Source: an optimization exercise on an open RTL-to-GDS flow (aim: small area, a short achievable clock period and few clock cycles per item). Production flows keep margins and buffers that such runs may drop. No functional check of the RTL was part of this run. Power is estimated from default activity; no workload was simulated.

## flow/config.mk

```make
export PLATFORM = sky130hd
export DESIGN_NAME = line_factor
export DESIGN_NICKNAME = line_factor
export VERILOG_FILES = /design/flow/design.v
export SDC_FILE = /design/flow/constraint.sdc
export NUM_CORES = 4
export LEC_CHECK = 0
export ABC_CLOCK_PERIOD_IN_PS = 3000
export CAP_MARGIN = 20
export CORE_MARGIN = 2
export CORE_UTILIZATION = 55
export SETUP_SLACK_MARGIN = 5
export SLEW_MARGIN = 20
```

## flow/constraint.sdc

```tcl
create_clock -name core_clock -period 10.0 [get_ports {clk}]
set_input_delay 2.0000 -clock core_clock [delete_from_list [all_inputs] [get_ports {clk}]]
set_output_delay 2.0000 -clock core_clock [all_outputs]
set_load 0.01 [all_outputs]
```

## flow/design.v

```verilog
`timescale 1ns/1ps
module line_factor #(
    parameter integer K = 1          
) (
    input  wire        clk,
    input  wire        rst,
    input  wire        req_valid,
    output wire        req_ready,
    input  wire [3:0]  req_phase,
    input  wire        req_norm_en,
    input  wire [31:0] req_exp_ref,
    input  wire [31:0] req_exp_meas,
    input  wire [17:0] req_norm_min,
    input  wire [17:0] req_norm_max,
    input  wire        req_drift_upd,
    input  wire        req_drift_first,
    input  wire [17:0] req_drift_mean,
    input  wire [3:0]  req_drift_shift,
    input  wire [17:0] req_drift_ref,
    input  wire [5:0]  req_drift_range,
    output wire        rsp_valid,
    input  wire        rsp_ready,
    output wire [17:0] rsp_ratio,
    output wire        rsp_norm_clamp,
    output wire [17:0] rsp_drift,
    output wire        rsp_drift_clamp
);
    localparam integer NOPS = 18;                  
    localparam integer S    = (NOPS + K - 1) / K;  
    localparam integer FD   = S + 3;               
    localparam integer CAP  = FD + 1;              
    localparam integer CW   = 6;
    reg           rdy_r;
    reg  [CW-1:0] cnt;
    wire          acc  = req_valid & rdy_r;
    wire          take;
    wire [CW-1:0] cnt_inc = cnt + 1'b1;
    wire [CW-1:0] cnt_dec = cnt - 1'b1;
    wire          rdy_inc = (cnt_inc < CAP);
    wire          rdy_eq  = (cnt < CAP);
    wire          rdy_dec = (cnt_dec < CAP);
    always @(posedge clk) begin
        if (rst) begin
            cnt   <= {CW{1'b0}};
            rdy_r <= 1'b1;
        end else begin
            case ({acc, take})
                2'b10:   begin cnt <= cnt_inc; rdy_r <= rdy_inc; end
                2'b01:   begin cnt <= cnt_dec; rdy_r <= rdy_dec; end
                default: begin cnt <= cnt;     rdy_r <= rdy_eq;  end
            endcase
        end
    end
    assign req_ready = rdy_r;
    reg [25:0] m_st [0:15];
    reg [16:0] q_st [0:15];
    reg        a_v;
    reg [3:0]  a_phase;
    reg        a_norm_en;
    reg [31:0] a_ref, a_meas;
    reg [17:0] a_min, a_max;
    reg        a_upd, a_first;
    reg [17:0] a_mean;
    reg [3:0]  a_shift;
    reg [17:0] a_dref;
    reg [5:0]  a_range;
    reg [25:0] a_mold;
    wire [25:0] m_new;
    reg        p_v     [0:S];
    reg [3:0]  p_phase [0:S];
    reg        p_upd   [0:S];
    reg [25:0] p_qd    [0:S];    
    always @(posedge clk) begin
        if (rst) a_v <= 1'b0;
        else     a_v <= acc;
        a_phase   <= req_phase;
        a_norm_en <= req_norm_en;
        a_ref     <= req_exp_ref;
        a_meas    <= req_exp_meas;
        a_min     <= req_norm_min;
        a_max     <= req_norm_max;
        a_upd     <= req_drift_upd;
        a_first   <= req_drift_first;
        a_mean    <= req_drift_mean;
        a_shift   <= req_drift_shift;
        a_dref    <= req_drift_ref;
        a_range   <= req_drift_range;
        if (a_v && a_upd && a_phase == req_phase)
            a_mold <= m_new;
        else if (p_v[0] && p_upd[0] && p_phase[0] == req_phase)
            a_mold <= p_qd[0];
        else
            a_mold <= m_st[req_phase];
    end
    wire [25:0] x_in   = {a_mean, 8'd0};
    wire [25:0] lmask  = ~(26'h3ffffff << a_shift);
    wire        f_brw  = (a_mold & lmask) > (x_in & lmask);
    wire [25:0] t_ms   = ~(a_mold >> a_shift);
    wire [25:0] t_xs   = x_in >> a_shift;
    wire [25:0] cs_s   = a_mold ^ t_ms ^ t_xs;
    wire [25:0] cs_c   = (a_mold & t_ms) | (a_mold & t_xs) | (t_ms & t_xs);
    wire [25:0] m_filt = cs_s + {cs_c[24:0], ~f_brw};
    assign      m_new  = a_first ? x_in : m_filt;
    wire [32:0] sx     = {1'b0, a_ref} + {18'd0, a_meas[31:17]};    
    reg [32:0] p_rw    [0:S];    
    reg [31:0] p_rd    [0:S];    
    reg [17:0] p_rnq   [0:S];    
    reg [17:0] p_rmin  [0:S];    
    reg [17:0] p_rmax  [0:S];
    reg        p_ltmin [0:S];    
    reg        p_gtmin [0:S];    
    reg        p_ltmax [0:S];
    reg        p_gtmax [0:S];
    reg        p_nc    [0:S];    
    reg [25:0] p_qw    [0:S];
    reg [16:0] p_qnq   [0:S];
    reg        p_qovf  [0:S];
    reg        p_qzero [0:S];
    reg [5:0]  p_range [0:S];
    reg [17:0] s0_dref;
    reg        s0_mz;      
    always @(posedge clk) begin
        if (rst) p_v[0] <= 1'b0;
        else     p_v[0] <= a_v;
        p_phase[0] <= a_phase;
        p_upd[0]   <= a_upd;
        p_rw[0]    <= {1'b0, sx[32:1]};
        p_rd[0]    <= a_meas;
        p_rnq[0]   <= {sx[0], a_meas[16:0]};
        p_rmin[0]  <= a_norm_en ? a_min : 18'd65536;
        p_rmax[0]  <= a_max;
        p_ltmin[0] <= ~a_norm_en;
        p_gtmin[0] <= 1'b0;
        p_ltmax[0] <= 1'b0;
        p_gtmax[0] <= 1'b0;
        p_nc[0]    <= ~a_norm_en;
        s0_mz      <= (a_meas == 32'd0);
        p_qd[0]    <= m_new;
        p_qnq[0]   <= m_new[17:1];
        p_range[0] <= a_range;
        s0_dref    <= a_dref;
    end
    genvar gs, gk;
    generate
        for (gs = 0; gs < S; gs = gs + 1) begin : g_st
            wire [32:0] rw   [0:K];
            wire [17:0] rnq  [0:K];
            wire [17:0] rmin [0:K];
            wire [17:0] rmax [0:K];
            wire        ltmin[0:K];
            wire        gtmin[0:K];
            wire        ltmax[0:K];
            wire        gtmax[0:K];
            wire [25:0] qw   [0:K];
            wire [16:0] qnq  [0:K];
            wire        qovf [0:K];
            wire        qzero;
            assign rw[0]    = p_rw[gs];
            assign rnq[0]   = p_rnq[gs];
            assign rmin[0]  = p_rmin[gs];
            assign rmax[0]  = p_rmax[gs];
            assign ltmin[0] = p_ltmin[gs];
            assign ltmax[0] = p_ltmax[gs];
            if (gs == 0) begin : g_rovf
                wire big = (p_rw[0][32:1] >= p_rd[0]) | s0_mz;
                assign gtmin[0] = big & ~p_nc[0];
                assign gtmax[0] = big & ~p_nc[0];
            end else begin : g_rnovf
                assign gtmin[0] = p_gtmin[gs];
                assign gtmax[0] = p_gtmax[gs];
            end
            assign qnq[0]   = p_qnq[gs];
            if (gs == 0) begin : g_first
                assign qw[0]   = {1'b0, s0_dref, 7'd0} + {18'd0, p_qd[0][25:18]};
                assign qovf[0] = 1'b0;
                assign qzero   = (p_qd[0] == 26'd0);
            end else begin : g_rest
                assign qw[0]   = p_qw[gs];
                assign qovf[0] = p_qovf[gs];
                assign qzero   = p_qzero[gs];
            end
            for (gk = 0; gk < K; gk = gk + 1) begin : g_op
                localparam integer OP = gs * K + gk;
                if (OP < NOPS) begin : g_do
                    wire [33:0] rdf  = {1'b0, rw[gk]} - {2'b00, p_rd[gs]};
                    wire        rge  = ~rdf[33];
                    wire [31:0] rsel = rge ? rdf[31:0] : rw[gk][31:0];
                    wire        mnb  = rmin[gk][17];
                    wire        mxb  = rmax[gk][17];
                    wire        eqmn = ~ltmin[gk] & ~gtmin[gk];
                    wire        eqmx = ~ltmax[gk] & ~gtmax[gk];
                    assign ltmin[gk+1] = ltmin[gk] | (eqmn & ~rge & mnb);
                    assign gtmin[gk+1] = gtmin[gk] | (eqmn & rge & ~mnb);
                    assign ltmax[gk+1] = ltmax[gk] | (eqmx & ~rge & mxb);
                    assign gtmax[gk+1] = gtmax[gk] | (eqmx & rge & ~mxb);
                    wire        obit = ltmin[gk+1] ? mnb : gtmax[gk+1] ? mxb : rge;
                    assign rw[gk+1]   = {rsel, rnq[gk][17]};
                    assign rnq[gk+1]  = {rnq[gk][16:0], obit};
                    assign rmin[gk+1] = {rmin[gk][16:0], 1'b0};
                    assign rmax[gk+1] = {rmax[gk][16:0], 1'b0};
                    if (OP == 0) begin : g_q0
                        assign qovf[gk+1] = (qw[gk] >= p_qd[gs]);
                        assign qw[gk+1]   = qw[gk];
                        assign qnq[gk+1]  = qnq[gk];
                    end else begin : g_qn
                        wire [26:0] qt   = {qw[gk], qnq[gk][16]};
                        wire [27:0] qdf  = {1'b0, qt} - {2'b00, p_qd[gs]};
                        wire        qge  = ~qdf[27];
                        assign qw[gk+1]   = qge ? qdf[25:0] : qt[25:0];
                        assign qnq[gk+1]  = {qnq[gk][15:0], qge};
                        assign qovf[gk+1] = qovf[gk];
                    end
                end else begin : g_pass
                    assign rw[gk+1]    = rw[gk];
                    assign rnq[gk+1]   = rnq[gk];
                    assign rmin[gk+1]  = rmin[gk];
                    assign rmax[gk+1]  = rmax[gk];
                    assign ltmin[gk+1] = ltmin[gk];
                    assign gtmin[gk+1] = gtmin[gk];
                    assign ltmax[gk+1] = ltmax[gk];
                    assign gtmax[gk+1] = gtmax[gk];
                    assign qw[gk+1]    = qw[gk];
                    assign qnq[gk+1]   = qnq[gk];
                    assign qovf[gk+1]  = qovf[gk];
                end
            end
            always @(posedge clk) begin
                if (rst) p_v[gs+1] <= 1'b0;
                else     p_v[gs+1] <= p_v[gs];
                p_phase[gs+1] <= p_phase[gs];
                p_upd[gs+1]   <= p_upd[gs];
                p_rw[gs+1]    <= rw[K];
                p_rd[gs+1]    <= p_rd[gs];
                p_rnq[gs+1]   <= rnq[K];
                p_rmin[gs+1]  <= rmin[K];
                p_rmax[gs+1]  <= rmax[K];
                p_ltmin[gs+1] <= ltmin[K];
                p_gtmin[gs+1] <= gtmin[K];
                p_ltmax[gs+1] <= ltmax[K];
                p_gtmax[gs+1] <= gtmax[K];
                p_nc[gs+1]    <= p_nc[gs];
                p_qw[gs+1]    <= qw[K];
                p_qd[gs+1]    <= p_qd[gs];
                p_qnq[gs+1]   <= qnq[K];
                p_qovf[gs+1]  <= qovf[K];
                p_qzero[gs+1] <= qzero;
                if (gs + 1 < S) p_range[gs+1] <= p_range[gs];
            end
        end
    endgenerate
    wire        f_v     = p_v[S];
    wire [3:0]  f_phase = p_phase[S];
    wire        f_upd   = p_upd[S];
    wire [17:0] r_sel   = p_rnq[S];
    wire        r_sel_c = (p_ltmin[S] | p_gtmax[S]) & ~p_nc[S];
    wire [16:0] qf      = p_qnq[S];
    reg [16:0] lo_tab;
    reg [16:0] lim_lo;
    reg [17:0] lim_hi;
    always @(posedge clk) begin
        lim_lo <= lo_tab;
        lim_hi <= 18'd131072 - {1'b0, lo_tab};
    end
    always @(*) begin
        case (p_range[S-1])
            6'd0: lo_tab = 17'd65536;
            6'd1: lo_tab = 17'd64881;
            6'd2: lo_tab = 17'd64225;
            6'd3: lo_tab = 17'd63570;
            6'd4: lo_tab = 17'd62915;
            6'd5: lo_tab = 17'd62259;
            6'd6: lo_tab = 17'd61604;
            6'd7: lo_tab = 17'd60948;
            6'd8: lo_tab = 17'd60293;
            6'd9: lo_tab = 17'd59638;
            6'd10: lo_tab = 17'd58982;
            6'd11: lo_tab = 17'd58327;
            6'd12: lo_tab = 17'd57672;
            6'd13: lo_tab = 17'd57016;
            6'd14: lo_tab = 17'd56361;
            6'd15: lo_tab = 17'd55706;
            6'd16: lo_tab = 17'd55050;
            6'd17: lo_tab = 17'd54395;
            6'd18: lo_tab = 17'd53740;
            6'd19: lo_tab = 17'd53084;
            6'd20: lo_tab = 17'd52429;
            6'd21: lo_tab = 17'd51773;
            6'd22: lo_tab = 17'd51118;
            6'd23: lo_tab = 17'd50463;
            6'd24: lo_tab = 17'd49807;
            6'd25: lo_tab = 17'd49152;
            6'd26: lo_tab = 17'd48497;
            6'd27: lo_tab = 17'd47841;
            6'd28: lo_tab = 17'd47186;
            6'd29: lo_tab = 17'd46531;
            6'd30: lo_tab = 17'd45875;
            6'd31: lo_tab = 17'd45220;
            6'd32: lo_tab = 17'd44564;
            6'd33: lo_tab = 17'd43909;
            6'd34: lo_tab = 17'd43254;
            6'd35: lo_tab = 17'd42598;
            6'd36: lo_tab = 17'd41943;
            6'd37: lo_tab = 17'd41288;
            6'd38: lo_tab = 17'd40632;
            6'd39: lo_tab = 17'd39977;
            6'd40: lo_tab = 17'd39322;
            6'd41: lo_tab = 17'd38666;
            6'd42: lo_tab = 17'd38011;
            6'd43: lo_tab = 17'd37356;
            6'd44: lo_tab = 17'd36700;
            6'd45: lo_tab = 17'd36045;
            6'd46: lo_tab = 17'd35389;
            6'd47: lo_tab = 17'd34734;
            6'd48: lo_tab = 17'd34079;
            6'd49: lo_tab = 17'd33423;
            6'd50: lo_tab = 17'd32768;
            6'd51: lo_tab = 17'd32113;
            6'd52: lo_tab = 17'd31457;
            6'd53: lo_tab = 17'd30802;
            6'd54: lo_tab = 17'd30147;
            6'd55: lo_tab = 17'd29491;
            6'd56: lo_tab = 17'd28836;
            6'd57: lo_tab = 17'd28180;
            6'd58: lo_tab = 17'd27525;
            6'd59: lo_tab = 17'd26870;
            6'd60: lo_tab = 17'd26214;
            6'd61: lo_tab = 17'd25559;
            6'd62: lo_tab = 17'd24904;
            6'd63: lo_tab = 17'd24248;
            default: lo_tab = 17'd65536;
        endcase
    end
    reg [16:0] q_sel;
    reg        q_sel_c;
    always @(*) begin
        q_sel   = qf;
        q_sel_c = 1'b0;
        if (p_qzero[S] || p_qovf[S]) begin
            q_sel   = lim_hi[16:0];
            q_sel_c = 1'b1;
        end else if (qf < lim_lo) begin
            q_sel   = lim_lo;
            q_sel_c = 1'b1;
        end else if ({1'b0, qf} > lim_hi) begin
            q_sel   = lim_hi[16:0];
            q_sel_c = 1'b1;
        end
    end
    wire [16:0] q_out   = f_upd ? q_sel : q_st[f_phase];
    wire        q_out_c = f_upd & q_sel_c;
    wire [36:0] f_data  = {q_out_c, q_out, r_sel_c, r_sel};
    integer i;
    always @(posedge clk) begin
        if (rst) begin
            for (i = 0; i < 16; i = i + 1) begin
                m_st[i] <= 26'd0;
                q_st[i] <= 17'd65536;
            end
        end else begin
            if (p_v[0] && p_upd[0])
                m_st[p_phase[0]] <= p_qd[0];
            if (f_v && f_upd)
                q_st[f_phase] <= q_sel;
        end
    end
    reg          o_v;
    reg [36:0]   o_data;
    reg [36:0]   fifo [0:FD-1];
    reg [CW-1:0] f_rp, f_wp, f_cnt;
    wire         f_empty = (f_cnt == {CW{1'b0}});
    wire [CW-1:0] f_cnt_inc = f_cnt + 1'b1;
    wire [CW-1:0] f_cnt_dec = f_cnt - 1'b1;
    assign take = o_v & rsp_ready;
    wire   o_free = ~o_v | rsp_ready;
    wire   pop    = o_free & ~f_empty;
    wire   push   = f_v & ~(o_free & f_empty);
    always @(posedge clk) begin
        if (rst) begin
            o_v   <= 1'b0;
            f_rp  <= {CW{1'b0}};
            f_wp  <= {CW{1'b0}};
            f_cnt <= {CW{1'b0}};
        end else begin
            if (o_free) begin
                o_v <= ~f_empty | f_v;
                if (!f_empty) o_data <= fifo[f_rp];
                else          o_data <= f_data;
            end
            if (push)
                f_wp <= (f_wp == FD - 1) ? {CW{1'b0}} : f_wp + 1'b1;
            if (pop)
                f_rp <= (f_rp == FD - 1) ? {CW{1'b0}} : f_rp + 1'b1;
            case ({push, pop})
                2'b10:   f_cnt <= f_cnt_inc;
                2'b01:   f_cnt <= f_cnt_dec;
                default: f_cnt <= f_cnt;
            endcase
        end
    end
    always @(posedge clk)
        if (f_v) fifo[f_wp] <= f_data;
    assign rsp_valid       = o_v;
    assign rsp_ratio       = o_data[17:0];
    assign rsp_norm_clamp  = o_data[18];
    assign rsp_drift       = {1'b0, o_data[35:19]};
    assign rsp_drift_clamp = o_data[36];
endmodule
```

## flow/run.sh

```bash
#!/bin/bash
# synth_recipe.tcl (not shown) runs the flow's synth.tcl, then flattens the netlist and writes it again
# the make line also repeats each setting of config.mk as NAME=value (left out here)
make -C /OpenROAD-flow-scripts/flow DESIGN_CONFIG=/design/flow/config.mk WORK_HOME=/design/flow/orfs CLKGATE_MAP_FILE= SYNTH_SCRIPT=/design/flow/synth_recipe.tcl finish
```

==> summary.txt <==
Run status
  • Status: timing/DRC/antenna clean

Placement
  • Placed cell count: 22373
  • Global placement routability congestion: 0.886
  • Place WS: 3.88 ns
  • Placed wire-length estimate: 324000 microns
  • I/O Buffers: 195

Routing
  • Initial DRC count: 9789
  • Drt pass-1 iters: 6
  • Detailed Route WL: 465000 microns
  • DR DRC count: 0
  • Vias per cell: 5.60
  • Routed via count: 130394
  • Routed length per placed instance: 20.0 microns
  • Final ANT Viol Nets: 0

Timing
  • Fmax: 211 MHz
  • Slew HR: 0.162
  • Final Hold Viols: 0
  • Setup WS post-layout: 5.26 ns
  • Final period utilization: 0.474
  • Sum Neg Setup Slack: 0 ns
  • Fin. max-slew vios: 0
  • Skew final: 0.0530 ns
  • Final worst path period need: 4.74 ns
  • Setup Viol. Count Final: 0
  • Worst-margin pin slew: 1.23 ns
  • RSZ-0062 raised after global routing: false

Setup path
  • Largest fanout on the critical path: 20
  • Worst path required time: 10.93 ns
  • CP startpoint kind: flip-flop
  • Crit path kind: flip-flop to flip-flop
  • CP endpoint kind: flip-flop
  • Slowest cell on crit path: dfxtp_4
  • Crit path arrival time: 5.67 ns
  • CP max stage delay: 0.40 ns
  • Cell mode on critical path: o21a_1

Layout
  • Layout filler cell count: 29261
  • Commonest non-fill, non-tap cell in the layout: dfxtp_1
  • Final Non-Filler Cells: 23288
  • FF+latch area: 112000 sq um
  • Multi-input gate area: 82000 sq um
  • Final net count: 19474
  • Final Core Density: 0.622
  • Area delta synth->final: 12.4%
  • Most frequent cells in the layout: dfxtp_1 (3332), edfxtp_1 (1502), inv_1 (1367)
  • Ratio of cells with drive above 1 in the final layout: 0.104

Floorplanning
  • Cell row count: 221
  • Die X: 608 microns
  • Initial core utilization: 0.554
  • CORE AREA: 363000 sq um
  • I/O pins: 197
  • Die area: 370000 sq um
  • Chip height: 608 microns

Yosys
  • #FFs+latches synth: 4847
  • Syn_nets: 19229
  • Number of synthesized flops with an enable pin: 1502
  • Synth Instances: 17832
  • Post-Syn Area per Cell: 11.3 sq um
  • Ys flop type: dfxtp_1
  • Top-area cell type share of the netlist area: 0.333
  • Synth cell types: 106
  • Post-synth top area cell: dfxtp_1
  • Register area share after synthesis: 0.558
  • Ys async rst share: 0
  • Synth Warn #: 20
  • Post-Syn Area: 201000 sq um
  • Synth area leaders: dfxtp_1 (33%), edfxtp_1 (22%), ha_1 (7.3%), mux4_2 (5.1%), a21oi_1 (3.0%)

Pwr
  • Pleak: 0.0925 uW
  • Psw: 29400 uW
  • Power Density: 356 nW/um^2
  • Part of the power in registers: 0.350
  • Pint: 51000 uW
  • Total power: 80400 uW
  • Clock power frac: 0.236
  • Max IR drop VDD: 215 uV
  • Comb power frac: 0.414
  • Net Sw Frac: 0.365

Run
  • Max capacitance violation total: 0

Clock network
  • CTS tree: done
  • Worst-path clk slew: 0.06 ns
  • CTS sink cnt: 4847
  • Worst skew pair latency: 1.00 ns
  • Clk root buf: clkbuf_16
  • H-tree depth: 5
  • Hold-fix buffers at CTS: 0
  • Total CTS buffers: 485
  • Clk buf depth: 4

Global routing
  • Initial antenna violation count: 10
  • Number of global-route vias before repair: 126736
  • Remaining global-route overflow: 0
  • Largest net degree at the start of global routing: 96
  • GRT Total Usage: 0.246
  • First-pass GRT wire length: 724000 microns

Min path
  • Worst hold path class: flip-flop to flip-flop
worst max-delay path, delay by kind of cell, from the launching register on:
family | cells | cell delay, ns
simple gates | 8 | 0.85
compound gates | 11 | 1.96
buf+inv | 3 | 0.48
xor+xnor | 1 | 0.15
flops | 1 | 0.40
fa+ha+maj | 3 | 0.87
sequential cells by signal, indices dropped and copies added (netlist names), 32 cells and up, named ones only:
| name | flops |
|---|---|
| a_meas | 32 |
| q_st | 272 |
| m_st | 416 |
| a_ref | 32 |
| p_rd | 423 |
| g_st.rw | 32 |
| p_qw | 442 |
| p_qd | 309 |
| fifo | 777 |
| o_data | 37 |
| p_rw | 545 |
| p_rmin | 171 |
| p_qnq | 305 |
| p_phase | 76 |
| p_rmax | 171 |
| p_rnq | 308 |
| p_range | 102 |
Yosys cell counts, types with 36 or more instances:
cell / count
a21o_1: 370
or3_1: 72
nor4_1: 138
o211ai_1: 117
nand3_1: 246
edfxtp_1: 1502
ha_1: 1179
clkbuf_1: 431
a21oi_1: 1189
or2_2: 60
a211oi_1: 133
o21a_1: 216
o21bai_1: 89
nor2_1: 1260
fa_1: 61
mux2_2: 212
xor2_1: 342
nor2b_1: 180
mux2i_1: 113
nand2b_1: 194
a31oi_1: 87
nand2_1: 1188
xnor2_1: 465
nor3_1: 511
mux4_2: 454
and2_1: 95
a31o_2: 36
o21ai_0: 1020
and3_1: 80
o31ai_1: 134
inv_1: 1368
buf_1: 78
o31a_1: 50
buf_2: 80
a21boi_0: 53
nand4_1: 74
dfxtp_1: 3345
final cells by class:
| class | count | share of cell area |
|---|---|---|
| Antenna cell | 5 | 0.0000554 |
| Sequential cell | 4847 | 0.496 |
| Timing Repair Buffer | 360 | 0.0150 |
| Multi-Input combinational cell | 10981 | 0.363 |
| Inverter | 1402 | 0.0234 |
| Clock inverter | 251 | 0.0151 |
| Clock buffer | 648 | 0.0606 |
| Tap cell | 4794 | 0.0266 |
final timing paths:
| path | startpoint | to | slack [ns] | cells after the start |
|---|---|---|---|---|
| worst min-delay path | p_range[8][4]$_DFF_P_ | p_range[9][4]$_DFF_P_ | 0.30 | 0 |
| worst max-delay path | a_shift[2]$_DFF_P_ | a_mold[12]$_DFF_P_ | 5.26 | 26 |
| worst max register to register | a_shift[2]$_DFF_P_ | a_mold[12]$_DFF_P_ | 5.26 | 26 |
| worst min register to register | p_range[8][4]$_DFF_P_ | p_range[9][4]$_DFF_P_ | 0.30 | 0 |
logic make-up (layout without fill, tap and decap cells):
| kind of cell | Yosys count | in the layout | share of synthesized area |
|---|---|---|---|
| flip-flops | 4847 | 4847 | 0.558 |
| XOR/XNOR | 807 | 807 | 0.0352 |
| AND/OR/NAND/NOR | 4197 | 4197 | 0.0964 |
| adder cells (fa/ha/maj) | 1240 | 1240 | 0.0795 |
| multiplexers | 791 | 791 | 0.0693 |
| AO/OA/AOI/OAI | 3945 | 3945 | 0.124 |
| other | 1 | 6 | 0.0000187 |
| buffers and inverters | 2004 | 2661 | 0.0383 |
per-stage QoR:
stage               area, sq um  hold slack [ns]
CTS                      226000            0.294
global route             226000            0.305
detailed placement       208000            0.312
global placement         208000            0.310
floorplan                201000            0.310
finish                   226000            0.295
routing by layer:
metal	routed length [microns]	GRT usage	vias up	share of wire
met5	13	0	-	0.000028
met4	11900	0.0652	2	0.026
met3	25700	0.0303	688	0.055
met2	211000	0.394	3233	0.45
met1	217000	0.354	62305	0.47
li1	-	-	64166	-
power groups by stage:
stage	Combinational [uW]	Sequential, uW	Clock (uW)
final	33300	28100	19000
after global routing	37400	28600	20200
after CTS	33100	28200	19400
after detailed placement	32900	28600	0
after global placement	32600	28600	0
after floorplan	26000	27000	0
repair_timing:
action	4_1_cts	5_1_grt
pin swaps	2	9
cloned	1	4
gates resized for setup	31	30
hold endpoints to repair	0	0
buffers inserted	1	5
endpoints found under the setup margin	36	19

what the ideal ports hide:
In the flow no input, the clock included, has a driving cell. The finished layout below was timed again as built, in two steps. Step 1: set_driving_cell puts a clkbuf_16 on clk and a buf_2 on each other input, an assumption about the parent block. Step 2 moves the port delays by t, midway between the first and last clock arrival at a register: inputs arrive t later, outputs are due t later. That takes back most of the time a late clock gives input paths. Three values: no drivers, after step 1, after step 2; two values: the first two.
t, ns: 1.089
slack for setup (ns): 5.259 / 5.259 / 4.361
slew at the worst register clock pin (ns): 0.07 / 0.07
After both steps setup and hold are still met in this run. For this run, drivers alone change the setup slack by 0.000 ns; drivers and shift together by -0.898 ns.
